From an optimization exercise on the open Yosys and OpenROAD flow, aimed at small area, a short achievable clock period and few clock cycles; shortcuts taken in it are not production practice.
Function was checked by simulation only, so behaviour that the tests miss may differ from the original.
Power figures rest on the tool's default switching activity, not on a simulated workload.

<file path="design/flow/run.sh">
#!/bin/bash
# synth_recipe.tcl (not shown) runs the flow's synth.tcl, then flattens the netlist and writes it again
# the make line also repeats each setting of config.mk as NAME=value (left out here)
make -C /OpenROAD-flow-scripts/flow DESIGN_CONFIG=/design/flow/config.mk WORK_HOME=/design/flow/orfs CLKGATE_MAP_FILE= SYNTH_SCRIPT=/design/flow/synth_recipe.tcl finish
</file>
<file path="design/flow/config.mk">
export PLATFORM = sky130hd
export DESIGN_NAME = bale_decoder
export DESIGN_NICKNAME = bale_decoder
export VERILOG_FILES = /design/flow/design.v
export SDC_FILE = /design/flow/constraint.sdc
export NUM_CORES = 4
export LEC_CHECK = 0
export CAP_MARGIN = 20
export CORE_MARGIN = 2
export CORE_UTILIZATION = 40
export CTS_BUF_LIST = sky130_fd_sc_hd__clkbuf_8
export SETUP_SLACK_MARGIN = 5
export SLEW_MARGIN = 20
export TNS_END_PERCENT = 0
</file>
<file path="design/flow/constraint.sdc">
create_clock -name core_clock -period 9.0 [get_ports {clk}]
set_input_delay 1.8000 -clock core_clock [delete_from_list [all_inputs] [get_ports {clk}]]
set_output_delay 1.8000 -clock core_clock [all_outputs]
set_load 0.01 [all_outputs]
</file>
<file path="design/flow/design.v">
module bale_decoder (
    input  wire        clk,
    input  wire        rst,
    input  wire        in_valid,
    output wire        in_ready,
    input  wire [7:0]  in_data,
    input  wire        in_last,
    output wire        out_valid,
    input  wire        out_ready,
    output wire [7:0]  out_data,
    output reg         done,
    output wire        bad,
    output wire        crc_fail,
    output wire [31:0] label
);
    localparam [3:0] S_HDR   = 4'd0,
                     S_TAG   = 4'd1,
                     S_EXT0  = 4'd2,
                     S_EXT1  = 4'd3,
                     S_DATA  = 4'd4,    
                     S_DELTA = 4'd5,
                     S_PAD   = 4'd6,
                     S_TRL   = 4'd7,
                     S_DISC  = 4'd8,    
                     S_FIN   = 4'd9;    
    reg [3:0]  state;
    reg [3:0]  hcnt;           
    reg        form;           
    reg        fmt_err;
    reg        crc_err;
    reg [16:0] crem;           
    reg [16:0] brem;           
    reg [31:0] label_r;
    reg [3:0]  pos9;           
    reg        tdelta;         
    reg        x64;            
    reg [15:0] trem;           
    reg [1:0]  fidx;           
    reg [4:0]  dw;             
    reg [24:0] ib;             
    reg [4:0]  ibcnt;
    reg [35:0] hist;
    reg [3:0]  pend;           
    reg [31:0] crc;
    assign label    = label_r;
    assign bad      = fmt_err | crc_err;
    assign crc_fail = ~fmt_err & crc_err;
    function [31:0] crc32c_byte;
        input [31:0] c;
        input [7:0]  b;
        integer k;
        reg [31:0] x;
        begin
            x = c ^ {24'd0, b};
            for (k = 0; k < 8; k = k + 1)
                x = x[0] ? ((x >> 1) ^ 32'h82F63B78) : (x >> 1);
            crc32c_byte = x;
        end
    endfunction
    reg [7:0] obyte;
    always @(*) begin
        case (pend)
            4'd4:    obyte = hist[35:28];
            4'd5:    obyte = hist[33:26];
            4'd6:    obyte = hist[31:24];
            4'd7:    obyte = hist[29:22];
            4'd8:    obyte = hist[27:20];
            4'd9:    obyte = hist[25:18];
            4'd10:   obyte = hist[23:16];
            4'd11:   obyte = hist[21:14];
            default: obyte = hist[19:12];
        endcase
    end
    assign out_valid = (pend >= 4'd4);
    assign out_data  = obyte;
    wire       deliver = out_valid && out_ready;
    wire [3:0] pend_a  = deliver ? pend - 4'd4 : pend;
    wire        flast   = (trem == 16'd0) && (fidx == 2'd3);    
    wire        have    = (ibcnt > dw);
    wire        fslot   = (state == S_DELTA) && have && (pend_a <= 4'd3);
    wire        cshort  = (crem < 17'd9);
    wire        fbad9   = fslot && (fidx == 2'd0) && cshort;   
    wire        fcomp   = fslot && !fbad9;
    wire        dsign   = ib[dw];
    reg  [17:0] dx;
    integer i;
    always @(*) begin
        for (i = 0; i < 18; i = i + 1)
            dx[i] = (i <= dw) ? ib[i] : dsign;
    end
    wire [17:0] field = hist[17:0] + dx;
    wire dload = (ibcnt <= 5'd17) &&
                 ((ibcnt <= dw) || ((ibcnt[4:1] <= dw) && !flast));
    reg accept;
    always @(*) begin
        case (state)
            S_HDR, S_TAG, S_EXT0, S_EXT1, S_PAD, S_DISC: accept = 1'b1;
            S_DATA:  accept = (pend <= 4'd4);
            S_DELTA: accept = dload;
            S_TRL:   accept = (pend == 4'd0);
            default: accept = 1'b0;
        endcase
    end
    assign in_ready = accept;
    wire fire = in_valid && accept;
    wire last = fire && in_last;
    wire bz   = (brem == 17'd0);
    wire size_bad   = ({1'b0, brem} > ({1'b0, crem | 17'd3} + 18'd1));
    reg  hbad;
    always @(*) begin
        case (hcnt)
            4'd0:  hbad = (in_data != 8'h42);
            4'd1:  hbad = (in_data != 8'h5A);
            4'd2:  hbad = (in_data != 8'h01);
            4'd3:  hbad = (in_data[7:1] != 7'd0);
            4'd6:  hbad = (in_data[7:1] != 7'd0) || (in_data[0] && (crem[15:0] != 16'd0));
            4'd7:  hbad = (in_data != 8'd0);
            4'd10: hbad = (in_data[7:1] != 7'd0);
            4'd11: hbad = (in_data != 8'd0);
            4'd12: hbad = size_bad;
            default: hbad = 1'b0;
        endcase
    end
    reg [7:0] cbyte;
    always @(*) begin
        case (hcnt[1:0])
            2'd0: cbyte = crc[7:0];
            2'd1: cbyte = crc[15:8];
            2'd2: cbyte = crc[23:16];
            default: cbyte = crc[31:24];
        endcase
    end
    wire tbad = (in_data != ~cbyte);
    reg [3:0] nstate;
    reg       fault;
    reg       fin_ok;      
    wire      lit_end  = form ? ((trem == 16'd0) && !x64) : (brem == 17'd1);
    wire [3:0] after_body = (hcnt[1:0] == 2'd3) ? S_TRL : S_PAD;   
    wire      tag_bad  = (in_data[7:6] == 2'b01) || (in_data[7:6] == 2'b11) ||
                         ((in_data[7:6] == 2'b10) &&
                          (in_data[5] || (in_data[4:0] > 5'd17) || (pos9 != 4'd0)));
    wire [24:0] ib_sh = (ib >> dw) >> 1;
    wire      ib_left  = (ib_sh != 25'd0);
    always @(*) begin
        nstate = state;
        fault  = 1'b0;
        fin_ok = 1'b0;
        case (state)
            S_HDR: if (fire) begin
                fault = hbad;
                if (hcnt == 4'd15)
                    nstate = bz ? S_TRL : (form ? S_TAG : S_DATA);
            end
            S_TAG: if (fire) begin
                fault = tag_bad;
                if (in_data[7] || (in_data[5:0] == 6'd63)) nstate = S_EXT0;
                else                                       nstate = S_DATA;
            end
            S_EXT0: if (fire) begin
                fault  = bz;
                nstate = S_EXT1;
            end
            S_EXT1: if (fire) begin
                fault  = bz;
                nstate = tdelta ? S_DELTA : S_DATA;
            end
            S_DATA: if (fire) begin
                fault = bz || (crem == 17'd0);
                if (lit_end)
                    nstate = (brem == 17'd1) ? after_body : S_TAG;
            end
            S_DELTA: begin
                if (fire) fault = bz;
                if (fbad9) fault = 1'b1;
                if (fcomp && flast) begin
                    if (ib_left) fault = 1'b1;
                    nstate = (brem != 17'd0) ? S_TAG :
                             ((hcnt[1:0] == 2'd0) ? S_TRL : S_PAD);
                end
            end
            S_PAD: if (fire) begin
                fault = (in_data != 8'd0);
                if (hcnt[1:0] == 2'd3) nstate = S_TRL;
            end
            S_TRL: if (fire) begin
                if (hcnt[1:0] == 2'd3) begin
                    fault  = !in_last;
                    fin_ok = in_last;
                end
            end
            S_DISC: if (last) nstate = S_FIN;
            S_FIN:  if (pend == 4'd0) nstate = S_HDR;
            default: nstate = S_HDR;
        endcase
    end
    always @(posedge clk) begin
        if (rst) begin
            state   <= S_HDR;
            hcnt    <= 4'd0;
            pend    <= 4'd0;
            done    <= 1'b0;
            fmt_err <= 1'b0;
            crc_err <= 1'b0;
        end else begin
            done <= 1'b0;
            if (fire) hcnt <= hcnt + 4'd1;
            if (state == S_DISC || state == S_FIN) begin
                state <= nstate;
                if (state == S_FIN && pend == 4'd0) begin
                    done <= 1'b1;
                    hcnt <= 4'd0;
                end
                if (last) hcnt <= 4'd0;
            end else if (fault || (last && !fin_ok)) begin
                fmt_err <= 1'b1;
                state   <= last ? S_FIN : S_DISC;
                if (last) hcnt <= 4'd0;
            end else if (fin_ok) begin
                if (crem != 17'd0) fmt_err <= 1'b1;
                crc_err <= crc_err | tbad;
                done    <= 1'b1;
                state   <= S_HDR;
                hcnt    <= 4'd0;
            end else begin
                state <= nstate;
                if (state == S_TRL && fire) crc_err <= crc_err | tbad;
            end
            if (state == S_HDR && fire && hcnt == 4'd0) begin
                fmt_err <= fault || last;
                crc_err <= 1'b0;
            end
            if (state == S_DISC || state == S_FIN)
                pend <= (pend_a < 4'd4) ? 4'd0 : pend_a;
            else
                pend <= pend_a + (fcomp ? 4'd9 : 4'd0) +
                        ((fire && state == S_DATA) ? 4'd4 : 4'd0);
        end
    end
    always @(posedge clk) begin
        if (state == S_HDR)
            crc <= 32'hFFFFFFFF;
        else if (deliver)
            crc <= crc32c_byte(crc, obyte);
        if (fcomp)
            hist <= {field, hist[35:18]};
        else if (fire && (state == S_HDR || state == S_DATA))
            hist <= {(state == S_DATA) ? in_data : 8'd0, hist[35:8]};
        if (state == S_HDR && fire) begin
            case (hcnt)
                4'd3:  form          <= in_data[0];
                4'd12: label_r[7:0]  <= in_data;
                4'd13: label_r[15:8] <= in_data;
                4'd14: label_r[23:16]<= in_data;
                4'd15: label_r[31:24]<= in_data;
                default: ;
            endcase
        end
        if (state == S_HDR) begin
            if (fire) begin
                if (hcnt == 4'd4) crem[7:0]  <= in_data;
                if (hcnt == 4'd5) crem[15:8] <= in_data;
                if (hcnt == 4'd6) crem[16]   <= in_data[0];
            end
        end else if (fcomp && fidx == 2'd0)
            crem <= crem - 17'd9;
        else if (fire && state == S_DATA)
            crem <= crem - 17'd1;
        if (state == S_HDR) begin
            if (fire) begin
                if (hcnt == 4'd8)  brem[7:0]  <= in_data;
                if (hcnt == 4'd9)  brem[15:8] <= in_data;
                if (hcnt == 4'd10) brem[16]   <= in_data[0];
            end
        end else if (fire && (state == S_TAG || state == S_EXT0 || state == S_EXT1 ||
                              state == S_DATA || state == S_DELTA))
            brem <= brem - 17'd1;
        if (state == S_HDR)
            pos9 <= 4'd0;
        else if (fire && state == S_DATA)
            pos9 <= (pos9 == 4'd8) ? 4'd0 : pos9 + 4'd1;
        if (state == S_TAG && fire) begin
            tdelta <= in_data[7];
            dw     <= in_data[4:0];
            x64    <= 1'b1;
            trem   <= {10'd0, in_data[5:0]};
        end
        if (state == S_EXT0 && fire) trem[7:0]  <= in_data;
        if (state == S_EXT1 && fire) trem[15:8] <= in_data;
        if (state == S_DATA && fire) begin
            if (trem == 16'd0) begin
                trem <= 16'd62;
                x64  <= 1'b0;
            end else
                trem <= trem - 16'd1;
        end
        if (state == S_TAG && fire && !in_data[7] && in_data[5:0] != 6'd63)
            x64 <= 1'b0;
        if (fcomp) begin
            fidx <= fidx + 2'd1;
            if (fidx == 2'd3) trem <= trem - 16'd1;
        end
        if (state == S_EXT1) begin
            ib    <= 25'd0;
            ibcnt <= 5'd0;
            fidx  <= 2'd0;
        end else begin : ibupd
            reg [4:0]  cs;
            reg [24:0] is;
            is = fcomp ? ib_sh : ib;
            cs = fcomp ? ibcnt + ~dw : ibcnt;
            if (fire && state == S_DELTA) begin
                ib    <= is | ({17'd0, in_data} << cs);
                ibcnt <= cs + 5'd8;
            end else begin
                ib    <= is;
                ibcnt <= cs;
            end
        end
    end
endmodule
</file>
==> metrics.md, run 1 <==
| Metric | Value |
|---|---|
| Status | no timing/DRC/antenna violations |
| Vias in the first global route | 13209 |
| Commonest non-fill, non-tap cell in the layout | nand2_1 |
| Die Y | 200 um |
| H-tree depth | 2 |
| Seq pwr share | 27.1% |
| CP max FO | 78 |
| Worst setup EP type | flip-flop |
| Hold Crit Class | flip-flop to flip-flop |
| Routability Congestion | 0.910 |
| # Max-Cap Violations | 0 |
| Post-Syn Area | 15400 sq um |
| ANT cells | 0 |
| Hold Vio Cnt, Final | 0 |
| Antenna violations before repair | 0 |
| DRT Pass-1 Iters | 6 |
| DRT antenna net count | 0 |
| Final worst path period need | 4550 ps |
| CP max-delay cell | clkdlybuf4s50_1 |
| GRT met3 Usage | 3.11% |
| Critical-path cell list | clkdlybuf4s50_1 > nor2b_4 > and3_1 > a21oi_2 > nor2_2 > nand3_4 > buf_12 > inv_12 > mux2i_4 > buf_4 > mux2i_1 > nor3_1 > a211oi_2 > o22ai_1 |
| Area growth syn-to-layout | 14.7% |
| Worst-Margin Slew | 925 ps |
| Die footprint | 40200 sq um |
| Core ar. | 37800 sq um |
| Most frequent cells in the layout | 236 x nand2_1, 136 x nor2_1, 130 x a21oi_1 |
| TritonCTS Buffers | 41 |
| Remaining global-route overflow | 0 |
| Initial core utilization | 40.8% |
| Syn Area/Cell | 8.84 sq um |
| Power Internal | 2.78 mW |
| Setup WS post-layout | 4450 ps |
| Sw Share | 42.3% |
| Overall Global Routing Usage | 23.6% |
| Cts hold-fix bufs | 0 |
| Sw Pwr | 2.03 mW |
| Clock Power Share | 18.2% |
| CTS tree | done |
| Post-Syn Nets | 1825 |
| Global Route met1 Usage | 32.8% |
| Wirelength per Cell | 20.6 um |
| Most used routing layer | met2 |
| Worst skew pair latency | 560 ps |
| Total number of vias | 13826 |
| Setup Total Neg Slack | 0 ps |
| Library cells used by synthesis | 99 |
| Largest net degree at the start of global routing | 79 |
| Number of nets in the layout | 1874 |
| Drt first-iter violations | 1360 |
| Arr. time, crit path | 4960 ps |
| Synthesized flop and latch total | 209 |
| Primary FF master, synth | edfxtp_1 |
| # IOs | 58 |
| Vias/cell | 5.92 |
| Row cnt | 71 |
| Clk buf depth | 3 |
| Share of cells above drive strength 1 | 12.5% |
| Worst vdd ir | 0.316 mV |
| WL final | 48200 um |
| Final Slew Violations | 0 |
| First-pass GRT wire length | 76200 um |
| Clock skew | 21.3 ps |
| Cells after synthesis | 1745 |
| Comb power frac | 54.6% |
| Period utilization | 50.6% |
| Final setup vio count | 0 |
| Fmax | 0.220 GHz |
| PortBufs | 57 |
| RSZ-0062 raised after global routing | true |
| Critical path's largest stage delay | 480 ps |
| Critical path class | input pin to flip-flop |
| Pwr dens | 272 nW/um^2 |
| Post-route DRC | 0 |
| Finished Core Util | 46.8% |
| Post-synth EDFFs | 109 |
| Clk sinks | 209 |
| Root Buffer | clkbuf_8 |
| DP Wirelength | 33200 um |
| DP Worst Slack | 2380 ps |
| FILL cells | 3748 |
| Slew HR | 37.9% |
| DIE WIDTH | 200 um |
| Ys async rst share | 0% |
| Synth warn | 1 |
| GR Util met2 | 37.9% |
| Worst Path Required | 9410 ps |
| Clock transition at path regs | 60 ps |
| Leakage | 6.68 nW |
| Startpoint type of the worst setup path | input pin |
| Sequential-to-total area share from yosys stat | 34.2% |
## layer usage
layer	share of wire [%]	vias to the layer above
li1	-	6538
met1	45	6626
met2	45	561
met3	7.1	101
met4	2.9	0
met5	0	-
## cell type report
cell class / count / area, sq um / area share (%)
clock inverter: 30 / 126 / 0.714
sequential: 209 / 5280 / 29.9
timing repair buffer: 113 / 1110 / 6.30
tap: 511 / 639 / 3.61
clock buffer: 44 / 606 / 3.42
inverter: 51 / 214 / 1.21
multi-input combinational: 1378 / 9710 / 54.9
## kinds of logic (layout without fill, tap and decap cells)
logic type | after synthesis | after routing | share of synthesized area (%)
AND/OR/NAND/NOR | 594 | 594 | 18.1
AO/OA/AOI/OAI | 464 | 464 | 19.8
flip-flops | 209 | 209 | 34.2
buffers and inverters | 158 | 238 | 4.33
multiplexers | 89 | 89 | 8.00
XOR/XNOR | 163 | 163 | 9.95
adder cells (fa/ha/maj) | 68 | 68 | 5.60
## sequential cells by signal (all words and copies together) (netlist names)
signal / flops
hist: 36
crc: 32
label_r: 32
ib: 25
brem: 17
crem: 17
trem: 16
dw: 5
ibcnt: 5
hcnt: 4
pend: 4
pos9: 4
state: 4
fidx: 2
crc_err: 1
done: 1
fmt_err: 1
form: 1
tdelta: 1
x64: 1
## final timing paths
kind | start | endpoint | slack, ps | cells after the start
worst max register to register | dw[0]$_DFFE_PP_ | hist[35]$_DFFE_PP_ | 4500 | 18
worst max-delay path | out_ready | ib[4]$_SDFF_PP0_ | 4450 | 14
worst min-delay path | fidx[1]$_SDFFE_PP0P_ | fidx[1]$_SDFFE_PP0P_ | 480 | 2
worst min register to register | fidx[1]$_SDFFE_PP0P_ | fidx[1]$_SDFFE_PP0P_ | 480 | 2
## per-stage QoR
stage / total power, mW / cells / hold slack, ps / instance area (sq um)
CTS: 4.83 / 2336 / 480 / 17700
global placement: 3.84 / 2229 / 460 / 16400
detailed placement: 3.87 / 2229 / 473 / 16400
floorplan: 3.34 / 1745 / 453 / 15500
finish: 4.81 / 2336 / 479 / 17700
global route: 5.13 / 2336 / 500 / 17700
## power groups by stage
stage | clock [mW] | sequential [mW] | combinational (mW)
4_1_cts | 0.896 | 1.30 | 2.63
6_report | 0.877 | 1.31 | 2.63
5_1_grt | 0.938 | 1.32 | 2.87
3_3_place_gp | 0 | 1.32 | 2.52
2_1_floorplan | 0 | 1.26 | 2.09
3_5_place_dp | 0 | 1.32 | 2.56
## timing repair
item	4_1_cts	5_1_grt
gates cloned	2	0
gates resized for setup	64	1
buffers inserted	31	0
pin swaps	11	1
endpoints found under the setup margin	206	138
## worst max-delay path, delay by kind of cell
family / cells / cell delay (ps)
AND/OR/NAND/NOR: 5 / 780
AO/OA/AOI/OAI: 3 / 500
multiplexers: 2 / 640
buffers and inverters: 4 / 1210
## cells in the mapped netlist (all sizes together) (23+ instances only)
master	count	share of area, %
clkbuf	74	1.8
dfxtp	100	13
buf	33	1.3
xor2	55	3.4
o211ai	26	1.3
mux2i	41	2.8
inv	50	1.2
a21o	23	1.1
nor3	46	1.6
nand2	236	5.7
and3	26	1.1
nand3	41	1.6
a31oi	24	0.97
xnor2	106	6.3
nor2	139	3.4
o21ai	88	2.9
a21oi	135	4.4
edfxtp	109	21
mux2	26	1.9
ha	65	5.3
Testbench counts, summed over its fixed seeds: cycles 123,047.
==> run 2, diff against run 1 <==
--- a/design/flow/design.v
+++ b/design/flow/design.v
@@ -107,4 +107,5 @@
     wire bz   = (brem == 17'd0);
     wire size_bad   = ({1'b0, brem} > ({1'b0, crem | 17'd3} + 18'd1));
+    wire stored_bad = !form && (brem != crem);
     reg  hbad;
     always @(*) begin
@@ -118,5 +119,5 @@
             4'd10: hbad = (in_data[7:1] != 7'd0);
             4'd11: hbad = (in_data != 8'd0);
-            4'd12: hbad = size_bad;
+            4'd12: hbad = size_bad || stored_bad;
             default: hbad = 1'b0;
         endcase
==> design/flow/flow/run.sh (new file) <==
#!/bin/bash
# Standard layout (the standard.sh: standard synthesis, floorplan, place,
# CTS, route, finish) with a tighter setup-repair target and power/area
# recovery on non-critical gates after global routing.
set -euo pipefail
export SETUP_SLACK_MARGIN=${SETUP_SLACK_MARGIN_OVERRIDE:-5}
export RECOVER_POWER=100
bash standard.sh > standard.log 2>&1
==> design/flow/standard.sh (new file) <==
#!/bin/bash
# synth_recipe.tcl (not shown) runs the flow's synth.tcl, then flattens the netlist and writes it again
# the make line also repeats each setting of config.mk as NAME=value (left out here)
make -C /OpenROAD-flow-scripts/flow DESIGN_CONFIG=/design/flow/config.mk WORK_HOME=/design/flow/orfs CLKGATE_MAP_FILE= SYNTH_SCRIPT=/design/flow/synth_recipe.tcl "${@:-finish}"
--- a/design/flow/config.mk
+++ b/design/flow/config.mk
@@ -10,5 +10,4 @@
 export CORE_UTILIZATION = 40
 export CTS_BUF_LIST = sky130_fd_sc_hd__clkbuf_8
-export SETUP_SLACK_MARGIN = 5
 export SLEW_MARGIN = 20
 export TNS_END_PERCENT = 0
removed: design/flow/run.sh
==> run 2 against run 1 <==
  * Now fails the layout checks on max-capacitance violations, max-slew violations
  * Wire length is 6.1% higher
  * Maximum frequency is 25% lower
  * Hold slack worse by 18 ps
==> metrics.md, run 2 <==
| Metric | Value |
|---|---|
| Number of nets in the layout | 1956 |
| Remaining global-route overflow | 0 |
| Routability Congestion | 0.942 |
| Post-synth EDFFs | 109 |
| Multi-input logic area | 9910 sq um |
| Most frequent cells in the layout | 225 x nand2_1, 145 x a21oi_1, 118 x nor2_1 |
| Overall Global Routing Usage | 24.4% |
| Slew HR | -33.6% |
| Worst Path Required | 9270 ps |
| Synth warn | 1 |
| H-tree depth | 2 |
| Setup WS post-layout | 2940 ps |
| Vias in the first global route | 13900 |
| Syn Area/Cell | 8.70 sq um |
| Row cnt | 72 |
| CP max FO | 35 |
| Critical path class | input pin to flip-flop |
| Period utilization | 67.3% |
| Final worst path period need | 6060 ps |
| Hold Vio Cnt, Final | 0 |
| Worst setup EP type | flip-flop |
| Worst-Margin Slew | 2000 ps |
| Primary FF master, synth | edfxtp_1 |
| Hold WS | 461 ps |
| DRT antenna net count | 0 |
| Ys async rst share | 0% |
| Most frequent cell after synthesis | nand2_1 |
| DP Wirelength | 33900 um |
| Worst vdd ir | 0.460 mV |
| Worst skew pair latency | 550 ps |
| Startpoint type of the worst setup path | input pin |
| Clk buf depth | 3 |
| Clk sinks | 209 |
| CTS tree | done |
| Arr. time, crit path | 6320 ps |
| Cts hold-fix bufs | 0 |
| Post-route DRC | 0 |
| Sequential-to-total area share from yosys stat | 33.3% |
| FILL cells | 3741 |
| Final Slew Violations | 104 |
| Post-route cell area | 18200 sq um |
| RSZ-0062 raised after global routing | true |
| Post-synth top cells | 227 x nand2_1, 145 x a21oi_1, 121 x nor2_1 |
| Largest Register | hist |
| Largest net degree at the start of global routing | 90 |
| DRT Pass-1 Iters | 8 |
| # IOs | 58 |
| Synthesized flop and latch total | 209 |
| Area post-placement | 16800 sq um |
| Antenna violations before repair | 0 |
| PortBufs | 57 |
| First-pass GRT wire length | 80000 um |
| Total number of vias | 14540 |
| Cells after synthesis | 1818 |
| Core ar. | 38800 sq um |
| Final setup vio count | 0 |
| Post-Syn Area | 15800 sq um |
| TritonCTS Buffers | 38 |
| WL final | 51200 um |
| Root Buffer | clkbuf_8 |
| ANT cells | 0 |
| Hold Crit Class | flip-flop to flip-flop |
| Leakage | 6.72 nW |
| Largest registers | hist: 36 flops, crc: 32 flops, label_r: 32 flops |
| Leading area contributor after synthesis | edfxtp_1 |
| DIE WIDTH | 203 um |
| Wirelength per Cell | 21.1 um |
| Die footprint | 41200 sq um |
| Clock skew | 30.0 ps |
| Synth top area cells | edfxtp_1 21%, dfxtp_1 13%, xnor2_1 5.6%, nand2_1 5.4%, ha_1 5.1% |
| Area growth syn-to-layout | 14.8% |
| Share of cells above drive strength 1 | 11.4% |
| Commonest non-fill, non-tap cell in the layout | nand2_1 |
| Status | failed layout checks |
| Fmax | 0.165 GHz |
| Max FFs per register | 36 |
| Clock transition at path regs | 60 ps |
| Post-Syn Nets | 1898 |
| Initial core utilization | 40.7% |
| Storage cell area | 5280 sq um |
| SO Faults | max-capacitance violations, max-slew violations |
| Library cells used by synthesis | 94 |
| # Max-Cap Violations | 4 |
| Pwr dens | 212 nW/um^2 |
| DP Worst Slack | 3550 ps |
| Setup Total Neg Slack | 0 ps |
| Synth top area share | 20.7% |
| Die Y | 203 um |
| Vias/cell | 6.00 |
| Drt first-iter violations | 1547 |
-- run 2: cell count changes after synthesis, moves of 7 or more --
cell / previous run / this run
a21oi_1: 134 / 145
a221o_1: 10 / 3
buf_2: 16 / 25
clkbuf_1: 74 / 85
mux2i_1: 38 / 59
nand2_1: 236 / 227
nand2b_1: 10 / 20
nand3_1: 38 / 58
nor2_1: 139 / 121
nor2b_1: 11 / 18
nor3_1: 44 / 52
o21ai_0: 76 / 93
-- run 2: cell type report --
class	instances	share of cell area, %
clock buffers	45	3.41
clock inverters	24	0.709
inverters	55	1.26
multi-input cells	1431	54.5
flip-flops and latches	209	29.1
well taps	518	3.57
repair buffers	141	7.45
-- run 2: final timing paths --
check,start,to,slack [ps],depth (start not counted)
worst max-delay path,out_ready,crem[12]$_DFFE_PP_,2940,13
worst min-delay path,trem[0]$_DFF_P_,trem[0]$_DFF_P_,460,1
worst max register to register,dw[1]$_DFFE_PP_,crem[12]$_DFFE_PP_,3180,17
worst min register to register,trem[0]$_DFF_P_,trem[0]$_DFF_P_,460,1
-- run 2: stage by stage --
step	cells	total power [mW]	util (%)
finish	2423	3.86	46.8
CTS	2416	3.92	47.5
detailed placement	2299	2.96	43.2
global route	2423	4.07	46.8
floorplan	1818	2.60	-
global placement	2299	2.95	43.2
-- run 2: worst max-delay path, stage by stage --
cell and delay [ps]:
dlygate4sd2_1 290, and4b_1 220, a31oi_1 100, nand2b_1 220, a211oi_1 370, clkbuf_1 420, and2_1 190, clkbuf_1 1430
a31oi_1 400, or2_0 440, nor3_1 220, xnor2_1 140, a21oi_1 80
-- run 2: power breakdown --
part	internal (mW)	total, mW	switching [mW]	leakage [nW]
Clock	0.484	0.893	0.409	0.430
Combinational	0.833	1.76	0.923	4.47
Sequential	1.10	1.21	0.106	1.82
Total	2.42	3.86	1.44	6.72
-- run 2: routing by layer --
layer / routed length, um / GRT usage [%] / up-vias
li1: - / - / 6786
met1: 22600 / 33.9 / 6993
met2: 23200 / 38.7 / 616
met3: 3460 / 3.35 / 145
met4: 1870 / 9.31 / 0
met5: 0 / 0 / -
-- run 2: cell families after synthesis --
group | share of synthesized area (%)
xor gates and xnor gates | 10.1
adders and majority gates | 5.39
muxes | 8.23
AOI/OAI and AO/OA | 19.4
DFF | 33.3
and+or+nand+nor | 18.8
buffers and inverters | 4.63
-- run 2: what timing repair did --
item,in CTS,in global routing
endpoints found under the setup margin,206,140
gates resized for setup,108,16
pin swaps,16,8
hold endpoints to repair,0,0
gates cloned,6,0
buffers inserted,42,7
Testbench counts of run 2, summed over its fixed seeds: cycles 123,047.
==> run 3, diff against run 2 <==
==> design/flow/flow/run.sh (replaced) <==
#!/bin/bash
# The standard layout (standard.sh: standard synthesis through finish),
# with the port buffers that placement inserts on every input and output
# made plain sky130 buf_2 cells instead of the slower delay-buffer cell the
# resizer picks by default. Make's full output goes to standard.log here;
# each ORFS step also keeps its own log under orfs/logs.
set -euo pipefail
export BUFFER_PORTS_ARGS="-buffer_cell sky130_fd_sc_hd__buf_2"
bash standard.sh > standard.log 2>&1
--- a/design/flow/config.mk
+++ b/design/flow/config.mk
@@ -10,4 +10,5 @@
 export CORE_UTILIZATION = 40
 export CTS_BUF_LIST = sky130_fd_sc_hd__clkbuf_8
+export SETUP_SLACK_MARGIN = 5
 export SLEW_MARGIN = 20
 export TNS_END_PERCENT = 0
==> run 3 against run 2 <==
  * Now clean on timing, DRC and antenna
  * Core utilization decreased by 0.63 points
  * Flip-flop and latch count unchanged
  * Clock skew increased by 2.9 ps
  * Critical endpoint is now in_ready
==> metrics.md, run 3 <==
| Metric | Value |
|---|---|
| Sequential-to-total area share from yosys stat | 33.3% |
| Final setup vio count | 0 |
| Row cnt | 72 |
| Post-Syn Nets | 1898 |
| Worst Reg-to-Reg Cells | 18 |
| Setup Total Neg Slack | 0 ps |
| DIE WIDTH | 203 um |
| Ys async rst share | 0% |
| Post-route DRC | 0 |
| Worst Path Required | 7200 ps |
| Overall Global Routing Usage | 24.1% |
| Antenna violations before repair | 0 |
| Most frequent cells in the layout | 224 x nand2_1, 139 x a21oi_1, 119 x nor2_1 |
| Number of nets in the layout | 1931 |
| Routability Congestion | 0.959 |
| Clock skew | 32.9 ps |
| Library cells used by synthesis | 94 |
| R2r setup slk | 4740 ps |
| Pwr dens | 215 nW/um^2 |
| Root Buffer | clkbuf_8 |
| First-pass GRT wire length | 79100 um |
| # IOs | 58 |
| Syn Area/Cell | 8.70 sq um |
| Worst Setup EP | in_ready |
| H-tree depth | 2 |
| Post-Syn Area | 15800 sq um |
| Arr. time, crit path | 2570 ps |
| ANT cells | 0 |
| Final worst path period need | 4370 ps |
| Commonest non-fill, non-tap cell in the layout | nand2_1 |
| # Max-Cap Violations | 0 |
| Hold Crit Class | flip-flop to flip-flop |
| Largest Register | hist |
| Cells after synthesis | 1818 |
| Primary FF master, synth | edfxtp_1 |
| Status | no timing/DRC/antenna violations |
| Max FFs per register | 36 |
| Largest registers | hist: 36 flops, crc: 32 flops, label_r: 32 flops |
| Area growth syn-to-layout | 13.3% |
| Remaining global-route overflow | 0 |
| Reg-to-Reg Start | dw[0]$_DFFE_PP_ |
| Critical path class | flip-flop to output pin |
| Period utilization | 48.6% |
| Leakage | 6.69 nW |
| Post-route cell area | 17900 sq um |
| Post-synth EDFFs | 109 |
| Post-synth top cells | 227 x nand2_1, 145 x a21oi_1, 121 x nor2_1 |
| CP max FO | 28 |
| Worst vdd ir | 0.412 mV |
| RSZ-0062 raised after global routing | true |
| TritonCTS Buffers | 39 |
| Area post-placement | 16400 sq um |
| Finished Core Util | 46.2% |
| Core ar. | 38800 sq um |
| Worst skew pair latency | 570 ps |
| Vias/cell | 5.99 |
| Hold Vio Cnt, Final | 0 |
| Synth top area share | 20.7% |
| CTS tree | done |
| Initial core utilization | 40.7% |
| Total number of vias | 14365 |
| Fmax | 0.229 GHz |
| Leading area contributor after synthesis | edfxtp_1 |
| DRT Pass-1 Iters | 5 |
| Startpoint type of the worst setup path | flip-flop |
| Drt first-iter violations | 1221 |
| Share of cells above drive strength 1 | 15.5% |
| WL final | 50300 um |
| PortBufs | 57 |
| Clk sinks | 209 |
| Final Slew Violations | 0 |
| Worst-Margin Slew | 880 ps |
| Worst setup EP type | output pin |
| Cts hold-fix bufs | 0 |
| Synth top area cells | edfxtp_1 21%, dfxtp_1 13%, xnor2_1 5.6%, nand2_1 5.4%, ha_1 5.1% |
| Most frequent cell after synthesis | nand2_1 |
| Worst flop-to-flop path endpoint | hist[34]$_DFFE_PP_ |
| Setup crit start | dw[4]$_DFFE_PP_ |
| Die footprint | 41200 sq um |
| Synth warn | 1 |
| Clk buf depth | 3 |
| Vias in the first global route | 13790 |
| Wirelength per Cell | 20.9 um |
| Largest net degree at the start of global routing | 52 |
| Slew HR | 41.1% |
| DP Wirelength | 34200 um |
| Die Y | 203 um |
| Synthesized flop and latch total | 209 |
| Clock transition at path regs | 60 ps |
| DRT antenna net count | 0 |
## run 3: cell count changes in the layout (fill, tap and decap cells not counted), sizes merged, moves of 3 or more
cell	previous run	this run
clkbuf	69	43
clkdlybuf4s50	3	0
inv	62	70
buf	54	108
dlygate4sd2	9	0
dlygate4sd3	44	0
## run 3: repair_timing
| item | CTS | global route |
|---|---|---|
| gates resized for setup | 58 | 24 |
| pin swaps | 10 | 15 |
| setup buffers | 22 | 9 |
| setup endpoints to repair | 236 | 149 |
| cloned | 6 | 0 |
## run 3: kinds of logic after synthesis
logic type      after synthesis  synth area share [%]
simple gates                620                  18.8
compound gates              477                  19.4
flops                       209                  33.3
buf+inv                     178                  4.63
xor+xnor                    167                  10.1
mux                         100                  8.23
fa+ha+maj                    67                  5.39
## run 3: worst min path at each step
| stage | start | to | slack [ps] | cells after the start |
|---|---|---|---|---|
| after floorplan | trem[0]$_DFF_P_ | trem[0]$_DFF_P_ | 430 | 1 |
| after global placement | trem[0]$_DFF_P_ | trem[0]$_DFF_P_ | 440 | 1 |
| after detailed placement | trem[0]$_DFF_P_ | trem[0]$_DFF_P_ | 460 | 1 |
| after CTS | trem[0]$_DFF_P_ | trem[0]$_DFF_P_ | 470 | 1 |
| after global routing | trem[0]$_DFF_P_ | trem[0]$_DFF_P_ | 490 | 1 |
| final | trem[0]$_DFF_P_ | trem[0]$_DFF_P_ | 470 | 1 |
## run 3: where the power goes
group / leakage [nW] / internal (mW) / switching, mW
combinational: 4.44 / 0.847 / 0.937
clock: 0.430 / 0.435 / 0.426
sequential: 1.82 / 1.10 / 0.107
total: 6.69 / 2.38 / 1.47
## run 3: area by class of cell
| class | instances | area [sq um] |
|---|---|---|
| Fill cell | 3717 | 20900 |
| Multi-Input combinational cell | 1431 | 10100 |
| Sequential cell | 209 | 5280 |
| Timing Repair Buffer | 114 | 931 |
| Tap cell | 518 | 648 |
| Clock buffer | 42 | 578 |
| Inverter | 55 | 235 |
| Clock inverter | 30 | 134 |
| Timing Repair inverter | 1 | 5.00 |
## run 3: stage by stage
| stage | hold slack (ps) | power [mW] | instances | setup WS (ps) |
|---|---|---|---|---|
| 6_report | 467 | 3.85 | 2400 | 4630 |
| 5_1_grt | 493 | 4.08 | 2400 | 4550 |
| 4_1_cts | 473 | 3.86 | 2390 | 4650 |
| 3_5_place_dp | 461 | 2.95 | 2290 | 3830 |
| 3_3_place_gp | 445 | 2.92 | 2290 | 3960 |
| 2_1_floorplan | 429 | 2.60 | 1818 | 4810 |
## run 3: worst max-delay path, cell delays in order, from the launching register on
cell,delay (ps)
edfxtp_1,340
buf_6,250
clkinvlp_4,160
ha_1,390
mux2i_4,230
a21oi_2,140
o21ai_2,70
or2_4,270
buf_6,130
## run 3: metal layers
layer  track usage, %  routed length, um  vias to the layer above
met2             39.0              23100                      612
met1             32.8              21900                     6884
met5                0                  0                        -
li1                 -                  -                     6755
met3             3.48               3670                      114
met4             8.73               1630                        0
==> run 4, diff against run 3 <==
--- a/design/flow/design.v
+++ b/design/flow/design.v
@@ -28,5 +28,4 @@
     reg        form;           
     reg        fmt_err;
-    reg        crc_err;
     reg [16:0] crem;           
     reg [16:0] brem;           
@@ -44,4 +43,5 @@
     reg [31:0] crc;
     assign label    = label_r;
+    wire   crc_err  = (crc != 32'hB798B438);
     assign bad      = fmt_err | crc_err;
     assign crc_fail = ~fmt_err & crc_err;
@@ -82,5 +82,5 @@
     wire        fbad9   = fslot && (fidx == 2'd0) && cshort;   
     wire        fcomp   = fslot && !fbad9;
-    wire        dsign   = ib[dw];
+    reg         dsign;         
     reg  [17:0] dx;
     integer i;
@@ -107,5 +107,5 @@
     wire bz   = (brem == 17'd0);
     wire size_bad   = ({1'b0, brem} > ({1'b0, crem | 17'd3} + 18'd1));
-    wire stored_bad = !form && (brem != crem);
+    reg  szbad;
     reg  hbad;
     always @(*) begin
@@ -119,18 +119,8 @@
             4'd10: hbad = (in_data[7:1] != 7'd0);
             4'd11: hbad = (in_data != 8'd0);
-            4'd12: hbad = size_bad || stored_bad;
+            4'd12: hbad = szbad;
             default: hbad = 1'b0;
         endcase
     end
-    reg [7:0] cbyte;
-    always @(*) begin
-        case (hcnt[1:0])
-            2'd0: cbyte = crc[7:0];
-            2'd1: cbyte = crc[15:8];
-            2'd2: cbyte = crc[23:16];
-            default: cbyte = crc[31:24];
-        endcase
-    end
-    wire tbad = (in_data != ~cbyte);
     reg [3:0] nstate;
     reg       fault;
@@ -202,5 +192,4 @@
             done    <= 1'b0;
             fmt_err <= 1'b0;
-            crc_err <= 1'b0;
         end else begin
             done <= 1'b0;
@@ -219,5 +208,4 @@
             end else if (fin_ok) begin
                 if (crem != 17'd0) fmt_err <= 1'b1;
-                crc_err <= crc_err | tbad;
                 done    <= 1'b1;
                 state   <= S_HDR;
@@ -225,9 +213,7 @@
             end else begin
                 state <= nstate;
-                if (state == S_TRL && fire) crc_err <= crc_err | tbad;
             end
             if (state == S_HDR && fire && hcnt == 4'd0) begin
                 fmt_err <= fault || last;
-                crc_err <= 1'b0;
             end
             if (state == S_DISC || state == S_FIN)
@@ -239,8 +225,9 @@
     end
     always @(posedge clk) begin
+        szbad <= size_bad;
         if (state == S_HDR)
             crc <= 32'hFFFFFFFF;
-        else if (deliver)
-            crc <= crc32c_byte(crc, obyte);
+        else if (deliver || (fire && state == S_TRL))
+            crc <= crc32c_byte(crc, deliver ? obyte : in_data);
         if (fcomp)
             hist <= {field, hist[35:18]};
@@ -305,16 +292,20 @@
             ibcnt <= 5'd0;
             fidx  <= 2'd0;
+            dsign <= 1'b0;
         end else begin : ibupd
             reg [4:0]  cs;
             reg [24:0] is;
+            reg [24:0] ibn;
             is = fcomp ? ib_sh : ib;
             cs = fcomp ? ibcnt + ~dw : ibcnt;
             if (fire && state == S_DELTA) begin
-                ib    <= is | ({17'd0, in_data} << cs);
+                ibn   = is | ({17'd0, in_data} << cs);
                 ibcnt <= cs + 5'd8;
             end else begin
-                ib    <= is;
+                ibn   = is;
                 ibcnt <= cs;
             end
+            ib    <= ibn;
+            dsign <= ibn[dw];
         end
     end
==> design/flow/run.sh (new file) <==
#!/bin/bash
# synth_recipe.tcl (not shown) runs the flow's synth.tcl, then flattens the netlist and writes it again
# the make line also repeats each setting of config.mk as NAME=value (left out here)
make -C /OpenROAD-flow-scripts/flow DESIGN_CONFIG=/design/flow/config.mk WORK_HOME=/design/flow/orfs CLKGATE_MAP_FILE= SYNTH_SCRIPT=/design/flow/synth_recipe.tcl finish
--- a/design/flow/config.mk
+++ b/design/flow/config.mk
@@ -9,6 +9,4 @@
 export CORE_MARGIN = 2
 export CORE_UTILIZATION = 40
-export CTS_BUF_LIST = sky130_fd_sc_hd__clkbuf_8
 export SETUP_SLACK_MARGIN = 5
 export SLEW_MARGIN = 20
-export TNS_END_PERCENT = 0
removed: design/flow/flow/run.sh
removed: design/flow/standard.sh
==> run 4 against run 3 <==
  * Non-clock buffer count grew 149
  * First-iteration DRC count grew 55%
  * Total power grew 15%
  * Still clean on timing, DRC and antenna
  * Worst setup slack gained 31 ps
  * Flip-flop and latch count grew 1
  * Synthesized cell count grew 3.1%
  * Count of clock-buffer cells in the layout shrank 16
  * Critical path type is now input pin to flip-flop
  * Design area grew 20%
  * Register-to-register slack gained 40 ps
  * Sequential share of layout area shrank 4.8 points
  * Via count grew 13%
  * Synthesized area grew 2.7%
==> metrics.md, run 4 <==
| Metric | Value |
|---|---|
| PortBufs | 57 |
| Sw Pwr | 1.69 mW |
| Inst Count DP | 2367 |
| Seq pwr share | 28.8% |
| Final setup vio count | 0 |
| Clock Power Share | 24.5% |
| Hold Path Depth | 2 |
| Die Y | 206 um |
| Worst setup EP type | flip-flop |
| Library cells used by synthesis | 105 |
| Overall Global Routing Usage | 28.6% |
| Antenna violations before repair | 1 |
| GR Util met2 | 44.9% |
| DIE WIDTH | 206 um |
| CP max FO | 7 |
| Post-route DRC | 0 |
| Remaining global-route overflow | 0 |
| Most frequent cell after synthesis | nand2_1 |
| Synth top area share | 20.1% |
| Layout Cells excl Fill | 2601 |
| # Max-Cap Violations | 0 |
| Root Buffer | clkbuf_16 |
| Post-synth top cells | 245 x nand2_1, 166 x nor2_1, 144 x a21oi_1 |
| Fmax | 0.230 GHz |
| First-pass GRT wire length | 93000 um |
| Clock skew | 28.5 ps |
| Pwr dens | 205 nW/um^2 |
| Period utilization | 48.2% |
| Worst skew pair latency | 570 ps |
| Clk buf depth | 3 |
| Synthesized flop and latch total | 210 |
| Vias/cell | 6.26 |
| Most frequent cells in the layout | 232 x nand2_1, 151 x nor2_1, 147 x buf_4 |
| Critical path class | input pin to flip-flop |
| Arr. time, crit path | 4790 ps |
| CTS tree | done |
| Final worst path period need | 4340 ps |
| Status | no timing/DRC/antenna violations |
| Largest Register | hist |
| Wirelength per Cell | 24.1 um |
| Die footprint | 42300 sq um |
| Hold Crit Class | flip-flop to flip-flop |
| DRT antenna net count | 0 |
| Drt first-iter violations | 1888 |
| Core ar. | 39900 sq um |
| Routability Congestion | 0.923 |
| Worst Reg-to-Reg Cells | 12 |
| Comb power frac | 46.7% |
| Total number of vias | 16293 |
| Worst Path Required | 9450 ps |
| Commonest non-fill, non-tap cell in the layout | nand2_1 |
| Primary FF master, synth | edfxtp_1 |
| Most used routing layer | met2 |
| Area growth syn-to-layout | 32.7% |
| Clock transition at path regs | 60 ps |
| RSZ-0062 raised after global routing | true |
| Synth warn | 1 |
| WL final | 62700 um |
| Cts hold-fix bufs | 0 |
| Power Internal | 2.73 mW |
| Sequential-to-total area share from yosys stat | 32.6% |
| Max FFs per register | 36 |
| Startpoint type of the worst setup path | input pin |
| Post-synth EDFFs | 109 |
| Clk sinks | 210 |
| Syn Area/Cell | 8.67 sq um |
| Worst vdd ir | 0.255 mV |
| Sw Share | 38.2% |
| # IOs | 58 |
| Slew HR | 40.4% |
| Total power | 4.42 mW |
| Number of nets in the layout | 2137 |
| Global Route met1 Usage | 38.6% |
| Row cnt | 73 |
| Worst-Margin Slew | 894 ps |
| Setup Total Neg Slack | 0 ps |
| Leading area contributor after synthesis | edfxtp_1 |
| Ys async rst share | 0% |
| Hold Vio Cnt, Final | 0 |
| Final Slew Violations | 0 |
| Share of cells above drive strength 1 | 26.5% |
| H-tree depth | 1 |
| Post-Syn Nets | 1956 |
| Post-Syn Area | 16300 sq um |
| DP Wirelength | 38200 um |
| Largest net degree at the start of global routing | 63 |
| DRT Pass-1 Iters | 5 |
| Cells after synthesis | 1875 |
| GRT met3 Usage | 6.53% |
| Initial core utilization | 40.7% |
| Synth top area cells | edfxtp_1 20%, dfxtp_1 12%, nand2_1 5.7%, ha_1 5.1%, xnor2_1 4.6% |
| Vias in the first global route | 15547 |
| Leakage | 7.97 nW |
| Largest registers | hist: 36 flops, crc: 32 flops, label_r: 32 flops |
| TritonCTS Buffers | 26 |
[run 4: cell count changes in the layout (fill, tap and decap cells not counted), moves of 9 or more]
cell,change
mux2i_1,-25
inv_1,-24
clkdlybuf4s50_1,+38
buf_6,+19
o21ai_0,-22
clkbuf_8,-42
buf_12,+15
clkbuf_16,+34
nor2_1,+32
buf_2,-53
buf_4,+104
o22ai_1,-9
xnor2_1,-18
[run 4: final cells by class]
type | count | area [sq um]
Inverter | 55 | 287
Antenna cell | 1 | 2.50
Timing Repair Buffer | 263 | 2860
Sequential cell | 210 | 5310
Fill cell | 3525 | 18300
Multi-Input combinational cell | 1499 | 11600
Timing Repair inverter | 1 | 8.76
Clock buffer | 26 | 651
Clock inverter | 21 | 223
Tap cell | 525 | 657
[run 4: kinds of logic (layout without fill, tap and decap cells)]
| family | Yosys count | after routing | synth area share, % |
|---|---|---|---|
| compound gates | 489 | 490 | 20.2 |
| simple gates | 694 | 697 | 20.2 |
| mux | 92 | 92 | 7.94 |
| fa+ha+maj | 68 | 68 | 5.33 |
| xor+xnor | 152 | 152 | 9.38 |
| other cells | 0 | 1 | 0 |
| flops | 210 | 210 | 32.6 |
| buf+inv | 170 | 366 | 4.31 |
[run 4: through the flow]
step	cell area [sq um]	worst slack (ps)	hold slack [ps]	util [%]
5_1_grt	21600	4560	497	54.0
4_1_cts	20400	4730	466	51.1
3_5_place_dp	17300	1920	458	43.4
6_report	21600	4660	461	54.0
3_3_place_gp	17300	2070	453	43.4
2_1_floorplan	16400	4660	436	-
[run 4: worst max-delay path, stage by stage]
cell       delay [ps]
buf_8             110
nor2b_4           120
o31a_1            410
nor2_4            270
buf_12            160
nand4_1           180
a211oi_1          510
a22oi_1           190
and2_1            270
a22oi_1           190
a2bb2oi_1         180
nand4_1           140
a211o_1           280
[run 4: per-layer routing]
| layer | up-vias | wire (um) |
|---|---|---|
| met4 | 0 | 2450 |
| met2 | 959 | 27700 |
| li1 | 7307 | - |
| met5 | - | 0 |
| met1 | 7835 | 26400 |
| met3 | 192 | 6200 |
[run 4: final timing paths]
| check | end | from | slack [ps] |
|---|---|---|---|
| min reg2reg | trem[3]$_DFF_P_ | trem[3]$_DFF_P_ | 460 |
| max | dsign$_SDFF_PP0_ | out_ready | 4660 |
| min | trem[3]$_DFF_P_ | trem[3]$_DFF_P_ | 460 |
| max reg2reg | dsign$_SDFF_PP0_ | crem[9]$_DFFE_PP_ | 4780 |
[run 4: power by group through the flow]
| stage | Sequential, mW | Combinational, mW | Clock (mW) |
|---|---|---|---|
| 3_3_place_gp | 1.27 | 1.65 | 0 |
| 4_1_cts | 1.26 | 1.98 | 1.10 |
| 3_5_place_dp | 1.28 | 1.67 | 0 |
| 2_1_floorplan | 1.22 | 1.33 | 0 |
| 5_1_grt | 1.28 | 2.23 | 1.14 |
| 6_report | 1.27 | 2.06 | 1.08 |
[run 4: repair_timing]
item | 4_1_cts | 5_1_grt
gates cloned | 15 | 8
endpoints found under the setup margin | 266 | 110
setup buffers | 111 | 52
pin swaps | 53 | 73
resized for setup | 244 | 139
Testbench counts of run 4, summed over its fixed seeds: cycles 123,047.
==> run 5, diff against run 4 <==
--- a/design/flow/config.mk
+++ b/design/flow/config.mk
@@ -9,4 +9,4 @@
 export CORE_MARGIN = 2
 export CORE_UTILIZATION = 40
-export SETUP_SLACK_MARGIN = 5
+export SETUP_SLACK_MARGIN = 4
 export SLEW_MARGIN = 20
==> run 5 against run 4 <==
  * Via count fell by 7.3%
  * Sequential power about the same
  * Largest power group unchanged
  * Still clean on timing, DRC and antenna
  * Non-clock buffer count is 143 lower
  * Design area is 12% lower
  * Global-route usage shrank 2.4 points
  * First-iteration DRC count fell by 17%
  * Clock power is essentially flat
  * Total power down 9.1%
==> metrics.md, run 5 <==
| Metric | Value |
|---|---|
| H-tree depth | 1 |
| Clk buf depth | 3 |
| Vias/cell | 6.15 |
| Pwr dens | 212 nW/um^2 |
| Row cnt | 73 |
| Wirelength per Cell | 23.0 um |
| Library cells used by synthesis | 105 |
| CP max FO | 16 |
| Reg-to-Reg Start | dw[4]$_DFFE_PP_ |
| Post-route DRC | 0 |
| Worst setup EP type | output pin |
| Worst vdd ir | 0.386 mV |
| R2r setup slk | 4290 ps |
| Max FFs per register | 36 |
| Setup Total Neg Slack | 0 ps |
| Finished Core Util | 47.5% |
| Drt first-iter violations | 1562 |
| Root Buffer | clkbuf_16 |
| Most frequent cells in the layout | 240 x nand2_1, 164 x nor2_1, 143 x a21oi_1 |
| DIE WIDTH | 206 um |
| Routability Congestion | 0.899 |
| Post-Syn Nets | 1956 |
| Worst skew pair latency | 570 ps |
| Hold path endpoint | trem[3]$_DFF_P_ |
| CP max-delay cell | edfxtp_1 |
| Share of cells above drive strength 1 | 14.1% |
| Leading area contributor after synthesis | edfxtp_1 |
| Synthesized flop and latch total | 210 |
| Cells after synthesis | 1875 |
| Die footprint | 42300 sq um |
| Largest net degree at the start of global routing | 63 |
| DRT Pass-1 Iters | 6 |
| Worst Path Required | 7200 ps |
| Period utilization | 55.1% |
| Post-route cell area | 19000 sq um |
| Clk sinks | 210 |
| Commonest non-fill, non-tap cell in the layout | nand2_1 |
| Number of nets in the layout | 1990 |
| Hold Crit Class | flip-flop to flip-flop |
| Most frequent cell after synthesis | nand2_1 |
| Post-Syn Area | 16300 sq um |
| Ys async rst share | 0% |
| Clock skew | 23.1 ps |
| Overall Global Routing Usage | 26.1% |
| Post-synth top cells | 245 x nand2_1, 166 x nor2_1, 144 x a21oi_1 |
| DP Worst Slack | 2560 ps |
| Synth top area cells | edfxtp_1 20%, dfxtp_1 12%, nand2_1 5.7%, ha_1 5.1%, xnor2_1 4.6% |
| Area post-placement | 17200 sq um |
| Critical path's largest stage delay | 440 ps |
| Synth top area share | 20.1% |
| FILL cells | 3782 |
| Critical-path cell list | buf_12 > clkinvlp_4 > buf_12 > ha_2 > and3_1 > a31oi_4 > o31a_2 > o21ai_0 > a31o_2 > dlygate4sd2_1 |
| Sequential-to-total area share from yosys stat | 32.6% |
| PortBufs | 57 |
| # IOs | 58 |
| Most Frequent Cell on Critical Path | buf_12 |
| Primary FF master, synth | edfxtp_1 |
| Final setup vio count | 0 |
| Critical path class | flip-flop to output pin |
| Core ar. | 39900 sq um |
| Initial core utilization | 40.7% |
| Synth warn | 1 |
| Hold Vio Cnt, Final | 0 |
| Clock transition at path regs | 70 ps |
| First-pass GRT wire length | 85000 um |
| Largest Register | hist |
| Total number of vias | 15096 |
| Total power | 4.02 mW |
| Startpoint type of the worst setup path | flip-flop |
| Largest registers | hist: 36 flops, crc: 32 flops, label_r: 32 flops |
| WL final | 56400 um |
| Final Slew Violations | 0 |
| Post-synth EDFFs | 109 |
| Arr. time, crit path | 3160 ps |
| Worst-Margin Slew | 1220 ps |
| Setup WS post-layout | 4040 ps |
| Hold WS | 465 ps |
| Syn Area/Cell | 8.67 sq um |
| Slew HR | 18.8% |
| Cts hold-fix bufs | 0 |
| Worst hold start | trem[3]$_DFF_P_ |
| Leakage | 6.81 nW |
| Final worst path period need | 4960 ps |
| Vias in the first global route | 14203 |
| Inst Count DP | 2365 |
| Layout Cells excl Fill | 2455 |
| Worst flop-to-flop path endpoint | hist[32]$_DFFE_PP_ |
| CTS tree | done |
| Remaining global-route overflow | 0 |
| DP Wirelength | 38200 um |
| Antenna violations before repair | 0 |
| RSZ-0062 raised after global routing | true |
| Worst Reg-to-Reg Cells | 18 |
| # Max-Cap Violations | 0 |
| Area growth syn-to-layout | 16.7% |
| TritonCTS Buffers | 26 |
| Status | no timing/DRC/antenna violations |
| Die Y | 206 um |
| Hold Path Depth | 2 |
| Fmax | 0.201 GHz |
| DRT antenna net count | 0 |
[run 5: how the worst max path moves through the flow]
| stage | endpoint | slack (ps) | start | cells after the start |
|---|---|---|---|---|
| after global routing | dsign$_SDFF_PP0_ | 3960 | out_ready | 15 |
| final | in_ready | 4040 | dw[2]$_DFFE_PP_ | 10 |
| after global placement | dsign$_SDFF_PP0_ | 2630 | out_ready | 15 |
| after detailed placement | dsign$_SDFF_PP0_ | 2560 | out_ready | 15 |
| after CTS | dsign$_SDFF_PP0_ | 4000 | out_ready | 15 |
| after floorplan | in_ready | 4270 | dw[2]$_DFFE_PP_ | 12 |
[run 5: layout make-up]
class | count | area (sq um) | share of cell area [%]
Clock buffer | 38 | 791 | 4.17
Multi-Input combinational cell | 1495 | 10700 | 56.2
Antenna cell | 1 | 2.50 | 0.0132
Timing Repair inverter | 1 | 6.26 | 0.0330
Sequential cell | 210 | 5300 | 28.0
Timing Repair Buffer | 120 | 1260 | 6.62
Clock inverter | 10 | 73.8 | 0.389
Tap cell | 525 | 657 | 3.46
Inverter | 55 | 225 | 1.19
[run 5: critical path, delay by kind of cell, from the launching register on]
kind | cells | cell delay, ps
buf+inv | 4 | 690
simple gates | 1 | 240
compound gates | 4 | 880
flops | 1 | 440
fa+ha+maj | 1 | 330
[run 5: kinds of logic (layout without fill, tap and decap cells)]
| kind of cell | count (synthesis) | count (layout) | synth area share [%] |
|---|---|---|---|
| simple gates | 694 | 694 | 20.2 |
| buf+inv | 170 | 224 | 4.31 |
| mux | 92 | 92 | 7.94 |
| flops | 210 | 210 | 32.6 |
| fa+ha+maj | 68 | 68 | 5.33 |
| xor+xnor | 152 | 152 | 9.38 |
| other cells | 0 | 1 | 0 |
| compound gates | 489 | 489 | 20.2 |
[run 5: where the power goes]
part           leakage, nW  total [mW]  switching, mW  internal (mW)
combinational         4.55        1.69          0.948          0.745
sequential            1.83        1.26          0.134           1.13
clock                0.424        1.06          0.449          0.612
total                 6.81        4.02           1.53           2.49
[run 5: layer usage]
metal  vias to the layer above  global-route usage (%)  share of wire, %
met5                         -                       0                 0
met4                         0                    7.19               2.8
met3                       114                    4.18               8.3
met2                       708                    40.9                45
met1                      7261                    37.2                44
li1                       7013                       -                 -
[run 5: repair_timing]
item / 4_1_cts / 5_1_grt
setup endpoints to repair: 122 / 11
gates cloned: 5 / 2
gates resized for setup: 54 / 50
endpoints found under the hold margin: 0 / 0
setup buffers: 15 / 19
pin swaps: 4 / 14
==> run 6, diff against run 5 <==
--- a/design/flow/design.v
+++ b/design/flow/design.v
@@ -28,4 +28,5 @@
     reg        form;           
     reg        fmt_err;
+    reg        crc_err;
     reg [16:0] crem;           
     reg [16:0] brem;           
@@ -38,10 +39,11 @@
     reg [4:0]  dw;             
     reg [24:0] ib;             
-    reg [4:0]  ibcnt;
+    reg [4:0]  ibcnt;          
+    reg [5:0]  ib1;            
+    reg [6:0]  ib2;            
     reg [35:0] hist;
     reg [3:0]  pend;           
     reg [31:0] crc;
     assign label    = label_r;
-    wire   crc_err  = (crc != 32'hB798B438);
     assign bad      = fmt_err | crc_err;
     assign crc_fail = ~fmt_err & crc_err;
@@ -77,10 +79,7 @@
     wire [3:0] pend_a  = deliver ? pend - 4'd4 : pend;
     wire        flast   = (trem == 16'd0) && (fidx == 2'd3);    
-    wire        have    = (ibcnt > dw);
-    wire        fslot   = (state == S_DELTA) && have && (pend_a <= 4'd3);
-    wire        cshort  = (crem < 17'd9);
-    wire        fbad9   = fslot && (fidx == 2'd0) && cshort;   
-    wire        fcomp   = fslot && !fbad9;
-    reg         dsign;         
+    wire        fcomp   = (state == S_DELTA) && !ib1[5] && (pend_a <= 4'd3);
+    wire        fbad9   = fcomp && (fidx == 2'd0) && (crem < 17'd9);   
+    wire        dsign   = ib[dw];
     reg  [17:0] dx;
     integer i;
@@ -90,6 +89,6 @@
     end
     wire [17:0] field = hist[17:0] + dx;
-    wire dload = (ibcnt <= 5'd17) &&
-                 ((ibcnt <= dw) || ((ibcnt[4:1] <= dw) && !flast));
+    wire dload = ((ibcnt[4] == 1'b0) || (ibcnt[3:1] == 3'd0)) &&    
+                 (ib1[5] || (ib2[6] && !flast));
     reg accept;
     always @(*) begin
@@ -107,5 +106,5 @@
     wire bz   = (brem == 17'd0);
     wire size_bad   = ({1'b0, brem} > ({1'b0, crem | 17'd3} + 18'd1));
-    reg  szbad;
+    wire stored_bad = !form && (brem != crem);
     reg  hbad;
     always @(*) begin
@@ -119,8 +118,18 @@
             4'd10: hbad = (in_data[7:1] != 7'd0);
             4'd11: hbad = (in_data != 8'd0);
-            4'd12: hbad = szbad;
+            4'd12: hbad = size_bad || stored_bad;
             default: hbad = 1'b0;
         endcase
     end
+    reg [7:0] cbyte;
+    always @(*) begin
+        case (hcnt[1:0])
+            2'd0: cbyte = crc[7:0];
+            2'd1: cbyte = crc[15:8];
+            2'd2: cbyte = crc[23:16];
+            default: cbyte = crc[31:24];
+        endcase
+    end
+    wire tbad = (in_data != ~cbyte);
     reg [3:0] nstate;
     reg       fault;
@@ -192,4 +201,5 @@
             done    <= 1'b0;
             fmt_err <= 1'b0;
+            crc_err <= 1'b0;
         end else begin
             done <= 1'b0;
@@ -208,4 +218,5 @@
             end else if (fin_ok) begin
                 if (crem != 17'd0) fmt_err <= 1'b1;
+                crc_err <= crc_err | tbad;
                 done    <= 1'b1;
                 state   <= S_HDR;
@@ -213,7 +224,9 @@
             end else begin
                 state <= nstate;
+                if (state == S_TRL && fire) crc_err <= crc_err | tbad;
             end
             if (state == S_HDR && fire && hcnt == 4'd0) begin
                 fmt_err <= fault || last;
+                crc_err <= 1'b0;
             end
             if (state == S_DISC || state == S_FIN)
@@ -225,9 +238,8 @@
     end
     always @(posedge clk) begin
-        szbad <= size_bad;
         if (state == S_HDR)
             crc <= 32'hFFFFFFFF;
-        else if (deliver || (fire && state == S_TRL))
-            crc <= crc32c_byte(crc, deliver ? obyte : in_data);
+        else if (deliver)
+            crc <= crc32c_byte(crc, obyte);
         if (fcomp)
             hist <= {field, hist[35:18]};
@@ -291,21 +303,22 @@
             ib    <= 25'd0;
             ibcnt <= 5'd0;
+            ib1   <= {1'b1, ~dw};             
+            ib2   <= {1'b1, ~dw, 1'b0};       
             fidx  <= 2'd0;
-            dsign <= 1'b0;
         end else begin : ibupd
             reg [4:0]  cs;
+            reg [5:0]  c1;
+            reg [6:0]  c2;
             reg [24:0] is;
-            reg [24:0] ibn;
+            reg        ld;
+            ld = fire && (state == S_DELTA);
             is = fcomp ? ib_sh : ib;
-            cs = fcomp ? ibcnt + ~dw : ibcnt;
-            if (fire && state == S_DELTA) begin
-                ibn   = is | ({17'd0, in_data} << cs);
-                ibcnt <= cs + 5'd8;
-            end else begin
-                ibn   = is;
-                ibcnt <= cs;
-            end
-            ib    <= ibn;
-            dsign <= ibn[dw];
+            cs = fcomp ? ib1[4:0] : ibcnt;
+            c1 = fcomp ? ib2[5:0] : ib1;
+            c2 = fcomp ? ib2 + {2'b11, ~dw} : ib2;
+            ib    <= ld ? (is | ({17'd0, in_data} << cs)) : is;
+            ibcnt <= cs + (ld ? 5'd8 : 5'd0);
+            ib1   <= c1 + (ld ? 6'd8 : 6'd0);
+            ib2   <= c2 + (ld ? 7'd8 : 7'd0);
         end
     end
--- a/design/flow/config.mk
+++ b/design/flow/config.mk
@@ -9,4 +9,6 @@
 export CORE_MARGIN = 2
 export CORE_UTILIZATION = 40
-export SETUP_SLACK_MARGIN = 4
+export CTS_BUF_LIST = sky130_fd_sc_hd__clkbuf_8
+export SETUP_SLACK_MARGIN = 5
 export SLEW_MARGIN = 20
+export TNS_END_PERCENT = 0
==> run 6 against run 5 <==
  * Clock power is essentially flat
  * Die area grew 1.3%
  * Hold slack gained 13 ps
  * Worst setup slack gained 680 ps
  * Synthesized area grew 1.4%
  * Maximum frequency grew 16%
  * Via count grew 0.68%
  * Critical path depth grew 13
  * Sequential share of layout area grew 0.71 points
  * Critical path type is now flip-flop to flip-flop
  * Flip-flop and latch count grew 12
  * Largest power group unchanged
  * Clock skew grew 4.2 ps
  * First-iteration DRC count grew 17%
==> metrics.md, run 6 <==
| Metric | Value |
|---|---|
| Status | no timing/DRC/antenna violations |
| First-pass GRT wire length | 83900 um |
| Setup Total Neg Slack | 0 ps |
| Post-Syn Nets | 1961 |
| # Max-Cap Violations | 0 |
| Wirelength per Cell | 21.4 um |
| Power Internal | 3.19 mW |
| Hold Vio Cnt, Final | 0 |
| Post-synth EDFFs | 114 |
| Inst Count DP | 2366 |
| Area post-placement | 17400 sq um |
| Number of nets in the layout | 2032 |
| PortBufs | 57 |
| ANT cells | 0 |
| Fmax | 0.234 GHz |
| Vias/cell | 6.04 |
| Syn Area/Cell | 8.76 sq um |
| Max FFs per register | 36 |
| Library cells used by synthesis | 93 |
| CP max FO | 8 |
| Remaining global-route overflow | 0 |
| Leading area contributor after synthesis | edfxtp_1 |
| Clk sinks | 222 |
| # IOs | 58 |
| Most frequent cell after synthesis | nand2_1 |
| Pwr dens | 281 nW/um^2 |
| CTS tree | done |
| Die footprint | 42800 sq um |
| Final Slew Violations | 0 |
| Cells after synthesis | 1881 |
| Largest Register | hist |
| Cts hold-fix bufs | 0 |
| Drt first-iter violations | 1832 |
| Worst vdd ir | 0.367 mV |
| Layout Cells excl Fill | 2518 |
| DIE WIDTH | 207 um |
| Comb power frac | 54.4% |
| Clk buf depth | 3 |
| Critical path class | flip-flop to flip-flop |
| Synth top area cells | edfxtp_1 21%, dfxtp_1 13%, nand2_1 6.0%, ha_1 4.9%, xnor2_1 4.5% |
| Synthesized flop and latch total | 222 |
| Final worst path period need | 4280 ps |
| Commonest non-fill, non-tap cell in the layout | nand2_1 |
| Die Y | 207 um |
| Most frequent cells in the layout | 259 x nand2_1, 147 x nor2_1, 139 x a21oi_1 |
| Seq pwr share | 26.4% |
| Sw Pwr | 2.31 mW |
| Synth warn | 1 |
| Primary FF master, synth | edfxtp_1 |
| Routability Congestion | 0.914 |
| Antenna violations before repair | 1 |
| Row cnt | 74 |
| Clock Power Share | 19.1% |
| Ys async rst share | 0% |
| H-tree depth | 2 |
| Clock skew | 27.3 ps |
| DRT Pass-1 Iters | 7 |
| WL final | 54000 um |
| Sequential-to-total area share from yosys stat | 33.9% |
| Initial core utilization | 40.4% |
| Hold Crit Class | flip-flop to flip-flop |
| Startpoint type of the worst setup path | flip-flop |
| Vias in the first global route | 14430 |
| Clock transition at path regs | 70 ps |
| Overall Global Routing Usage | 25.2% |
| Storage cell area | 5600 sq um |
| Root Buffer | clkbuf_8 |
| Post-synth top cells | 262 x nand2_1, 151 x nor2_1, 145 x a21oi_1 |
| RSZ-0062 raised after global routing | true |
| Final setup vio count | 0 |
| DRT antenna net count | 0 |
| Worst-Margin Slew | 1010 ps |
| Core ar. | 40700 sq um |
| DP Wirelength | 34800 um |
| Sw Share | 42.0% |
| Worst Path Required | 9430 ps |
| Largest registers | hist: 36 flops, crc: 32 flops, label_r: 32 flops |
| Period utilization | 47.6% |
| Total number of vias | 15199 |
| Share of cells above drive strength 1 | 17.0% |
| Largest net degree at the start of global routing | 69 |
| Post-Syn Area | 16500 sq um |
| Leakage | 7.34 nW |
| Slew HR | 32.4% |
| TritonCTS Buffers | 42 |
| Worst setup EP type | flip-flop |
| FILL cells | 3904 |
| Worst skew pair latency | 610 ps |
| Synth top area share | 20.8% |
| Multi-input logic area | 10600 sq um |
| Post-route DRC | 0 |
| Area growth syn-to-layout | 18.6% |
| Arr. time, crit path | 4710 ps |
| Post-route cell area | 19500 sq um |
run 6: power groups by stage:
stage	logic, mW	registers (mW)	clock network [mW]
after CTS	2.95	1.45	1.08
final	2.99	1.45	1.05
after floorplan	2.26	1.37	0
after global placement	2.75	1.45	0
after detailed placement	2.77	1.46	0
after global routing	3.23	1.47	1.12
run 6: path summary, 6_finish.rpt:
check / from / end / slack (ps) / cells past startpoint
max: dw[0]$_DFFE_PP_ / hist[22]$_DFFE_PP_ / 4720 / 23
max reg2reg: dw[0]$_DFFE_PP_ / hist[22]$_DFFE_PP_ / 4720 / 23
min: fidx[1]$_SDFFE_PP0P_ / fidx[1]$_SDFFE_PP0P_ / 480 / 2
min reg2reg: fidx[1]$_SDFFE_PP0P_ / fidx[1]$_SDFFE_PP0P_ / 480 / 2
run 6: per-layer routing:
layer | GRT usage (%) | wire length, um
met5 | 0 | 13
met4 | 9.42 | 1810
met3 | 4.98 | 4400
met2 | 39.0 | 24500
met1 | 34.8 | 23300
run 6: metrics by stage:
| step | worst slack [ps] | power, mW | hold WS (ps) | util (%) |
|---|---|---|---|---|
| floorplan | 4840 | 3.63 | 425 | - |
| global placement | 2650 | 4.20 | 445 | 42.7 |
| detailed placement | 2560 | 4.22 | 450 | 42.7 |
| CTS | 4790 | 5.47 | 481 | 47.7 |
| global route | 4620 | 5.82 | 514 | 47.9 |
| finish | 4720 | 5.49 | 478 | 47.9 |
run 6: logic make-up (layout without fill, tap and decap cells):
group	count (synthesis)	after routing	synth area share [%]
simple gates	641	643	17.7
compound gates	471	471	18.3
flops	222	222	33.9
buf+inv	187	290	4.63
xor+xnor	182	182	11.5
mux	111	111	8.76
fa+ha+maj	67	67	5.18
run 6: area by class of cell:
class                      instances  area share (%)
clock buffer                      48            3.38
clock inverter                    30            1.08
inverter                          56            1.20
multi-input combinational       1474            54.2
sequential                       222            28.7
tap                              532            3.41
timing repair buffer             156            8.06
run 6: worst max-delay path, stage by stage (launching register included):
cell	delay, ps
edfxtp_1	410
buf_6	180
mux2_4	310
mux4_2	490
nor2_1	100
a21oi_1	50
nor2_1	110
a21oi_1	60
buf_4	190
mux2_4	280
ha_4	220
nor2b_4	120
o21ai_2	150
a21boi_2	80
buf_4	130
buf_4	120
buf_4	120
buf_4	120
buf_4	120
buf_4	120
buf_4	120
buf_4	120
buf_4	120
o31ai_1	250
run 6: timing repair:
action / in CTS / in global routing
pin swaps: 40 / 16
setup buffers: 60 / 5
gates cloned: 8 / 0
setup endpoints to repair: 231 / 69
resized for setup: 142 / 6
Testbench counts of run 6, summed over its fixed seeds: cycles 123,047.

static timing again, ports no longer ideal:
Ports are ideal in the flow. The routed layouts listed here were re-timed in OpenROAD. Step 1, drivers: a clkbuf_16 drives clk and a buf_2 each remaining input, both assumed. Step 2 times the ports against the registers' clock, not the clock port: input delays grow and output delays shrink by t, the midpoint of the rising clock arrivals with the driver on. a / b / c = ideal ports / drivers / drivers and shift; a / b = the first two.
run | t (ns) | setup slack, ns
run 1 | 0.600 | 4.450 / 4.465 / 3.877
run 2 | 0.581 | 2.944 / 2.972 / 2.391
run 3 | 0.601 | 4.627 / 4.575 / 4.159
run 4 | 0.606 | 4.658 / 4.659 / 4.065
run 5 | 0.609 | 4.037 / 3.983 / 3.489
run 6 | 0.645 | 4.719 / 4.700 / 4.311
